This design comes from an exercise in tuning for small area, a short achievable clock period and few clock cycles per item on the open sky130 flow, not from production work. Only simulation tests tie the RTL to the original design; equivalence was not proved. No activity file was given, so power comes from the tool's default toggle rates.

// gkl_flit_rx
module gkl_flit_rx (
  input  wire        clk,
  input  wire        rst,
  input  wire        in_valid,
  output wire        in_ready,
  input  wire [63:0] in_data,
  input  wire        in_mode_p,
  output wire        out_valid,
  input  wire        out_ready,
  output wire [63:0] out_data,
  output wire        out_last,
  output wire        st_crc_ok,
  output wire [1:0]  st_corr,
  output wire [1:0]  st_unc,
  output wire [7:0]  st_pos0,
  output wire [7:0]  st_pos1
);
Settings: LEC_CHECK=0, CAP_MARGIN=20, CORE_MARGIN=2, CORE_UTILIZATION=60, CTS_CLUSTER_DIAMETER=80, CTS_CLUSTER_SIZE=30, PLACE_DENSITY_LB_ADDON=0.1, SLEW_MARGIN=20; clock period 11.0 ns.
standard.sh (not shown) runs the stock make flow with config.mk's settings and CLKGATE_MAP_FILE= SYNTH_SCRIPT=/design/flow/synth_recipe.tcl, a recipe that flattens the netlist after the stock synthesis.
==> flow/flow/run.sh <==
#!/bin/bash
# Standard ORFS layout (the standard.sh), with repair_timing aimed at a
# tighter setup target than the 11 ns clock (the SDC itself is unchanged).
set -euo pipefail
bash standard.sh SETUP_SLACK_MARGIN=7.3 "BUFFER_PORTS_ARGS=-buffer_cell sky130_fd_sc_hd__buf_1" finish > flow_make.log 2>&1
The baseline passed the timing, design-rule and antenna checks.
Testbench counts at the start, summed over its fixed seeds: cycles 16,656, flits 512.
Then changed:
--- a/flow/design.v
+++ b/flow/design.v
@@ -57,84 +57,91 @@
       lane_hits[3] = act1 && (b1 == gf_mul(t1, 8'h8e));
       lane_hits[4] = act0 && (b0 == gf_mul(t0, 8'h47));
       lane_hits[5] = act1 && (b1 == gf_mul(t1, 8'h47));
       lane_hits[6] = act0 && (b0 == gf_mul(t0, 8'had));
       lane_hits[7] = act1 && (b1 == gf_mul(t1, 8'had));
     end
   endfunction
   function automatic [2:0] enc8(input [7:0] h);
     enc8 = {h[4] | h[5] | h[6] | h[7], h[2] | h[3] | h[6] | h[7], h[1] | h[3] | h[5] | h[7]};
   endfunction
   reg [64*N-1:0] ring;
-  reg [5:0]  dw;           
-  reg [5:0]  dr;           
+  reg [5:0]  ph;           
+  reg [5:0]  wp, rp;       
   reg [5:0]  cnt;          
   reg [4:0]  ibeat, obeat;
   reg        imode;
   reg [7:0]  acc_a, acc_b, acc_c, acc_d;
   reg        fs_valid, fs_mode;
   reg [7:0]  fs_a, fs_b, fs_c, fs_d;
   reg        dec_valid;
   reg [31:0] crc;
   reg        hv, h_last;
   reg [63:0] h_data;
   reg        s_ok;
   reg [1:0]  s_corr, s_unc;
   reg [7:0]  s_pos0, s_pos1;
   wire [63:0] r0    = ring[63:0];
   wire [63:0] rlast = ring[64*N-1 -: 64];
-  reg in_rdy, rd_ok, ofirst, olast;
+  reg in_rdy, rd_ok, walign, ralign, ofirst, olast;
   assign in_ready = in_rdy;
   wire wr = in_valid && in_rdy;
   wire rd = rd_ok && (!hv || out_ready);
   wire rd_last = rd && olast;
   wire xfer = fs_valid && (!dec_valid || rd_last);
   wire ib30 = (ibeat == 5'd30), ib31 = (ibeat == 5'd31);
+  wire [5:0] ph_p1 = (ph == NM1) ? 6'd0 : ph + 6'd1;
   wire c_full = (cnt == N[5:0]);
   wire c_nm1  = (cnt == NM1);
   wire c_zero = (cnt == 6'd0);
   wire c_one  = (cnt == 6'd1);
   wire full_n  = (c_full && !rd) || (c_nm1 && wr && !rd);
   wire empty_n = (c_zero && !wr) || (c_one && rd && !wr);
-  wire walign_n = wr || (dw == NM1);
-  wire ralign_n = rd || (dr == NM1);
+  wire walign_n = wr ? walign : (wp == ph);
+  wire ralign_n = rd ? ralign : (rp == ph_p1);
   wire fs_valid_n  = (wr && ib31) || (fs_valid && !xfer);
   wire dec_valid_n = xfer || (dec_valid && !rd_last);
   wire ib31_n = wr ? ib30 : ib31;
   wire ob30 = (obeat == 5'd30);
   always @(posedge clk) begin
     ring <= {r0, (wr ? in_data : rlast), ring[64*(N-1)-1:64]};
   end
   always @(posedge clk) begin
     if (rst) begin
-      dw    <= 6'd0;
-      dr    <= 6'd1;
+      ph    <= 6'd0;
+      wp    <= NM1;
+      rp    <= NM1;
       cnt   <= 6'd0;
       ibeat <= 5'd0;
       obeat <= 5'd0;
       fs_valid  <= 1'b0;
       dec_valid <= 1'b0;
       hv     <= 1'b0;
       in_rdy <= 1'b1;
       rd_ok  <= 1'b0;
+      walign <= 1'b1;
+      ralign <= 1'b0;
       ofirst <= 1'b1;
       olast  <= 1'b0;
     end else begin
-      dw  <= walign_n ? 6'd0 : dw + 6'd1;
-      dr  <= ralign_n ? 6'd0 : dr + 6'd1;
+      ph  <= ph_p1;
+      if (wr) wp <= (wp == NM1) ? 6'd0 : wp + 6'd1;
+      if (rd) rp <= (rp == NM1) ? 6'd0 : rp + 6'd1;
       cnt <= cnt + {5'd0, wr} - {5'd0, rd};
       if (wr) ibeat <= ibeat + 5'd1;
       if (rd) obeat <= obeat + 5'd1;
       fs_valid  <= fs_valid_n;
       dec_valid <= dec_valid_n;
       hv     <= rd || (hv && !out_ready);
+      walign <= walign_n;
+      ralign <= ralign_n;
       in_rdy <= walign_n && !full_n && !(ib31_n && fs_valid_n);
       rd_ok  <= ralign_n && !empty_n && dec_valid_n;
       if (rd) begin
         ofirst <= olast;
         olast  <= ob30;
       end
     end
   end
   wire ib0 = (ibeat == 5'd0);
   wire mode_in = ib0 ? in_mode_p : imode;
   always @(posedge clk) begin
The new run went through all stages and came out clean.
Die area rises by 1.0%.
Sequential share of layout area falls by 0.42 points.
Cell area rises by 0.88%.
Sequential power hardly moves.
Cell count rises by 2.4%.
Core utilization falls by 0.33 points.
Combinational power rises by about 8%.
Testbench counts after the change, summed over its fixed seeds: cycles 16,656, flits 512.

==> what the ideal ports hide <==
The results above use ideal ports. As a check the final layouts listed here were re-extracted and re-timed, cells and wires unchanged. Step 1 (the two cells are an assumption about what drives the block):
set clk [get_ports {clk}]
set_driving_cell -lib_cell sky130_fd_sc_hd__clkbuf_16 $clk
set_driving_cell -lib_cell sky130_fd_sc_hd__buf_2 [delete_from_list [all_inputs] $clk]
Step 2 moves the port delays by t, midway between the first and last clock arrival at a register: inputs arrive t later, outputs are due t later. That takes back most of the time a late clock gives input paths. a / b / c = ideal ports / drivers / drivers and shift; a / b = the first two.
run	shift t [ns]	slack for setup (ns)	latest minus earliest clock arrival (ns)	worst slew at a driven data input, ns	pins driven straight from the clock port
the first run	0.782	7.231 / 7.212 / 6.570	0.070 / 0.070	0.15	1
the second run	0.788	7.242 / 7.237 / 6.604	0.055 / 0.055	0.08	1
After both steps every run listed still meets setup and hold. The setup slack of the first run, which loses most, moves by -0.019 ns with the drivers and by -0.661 ns with both steps.
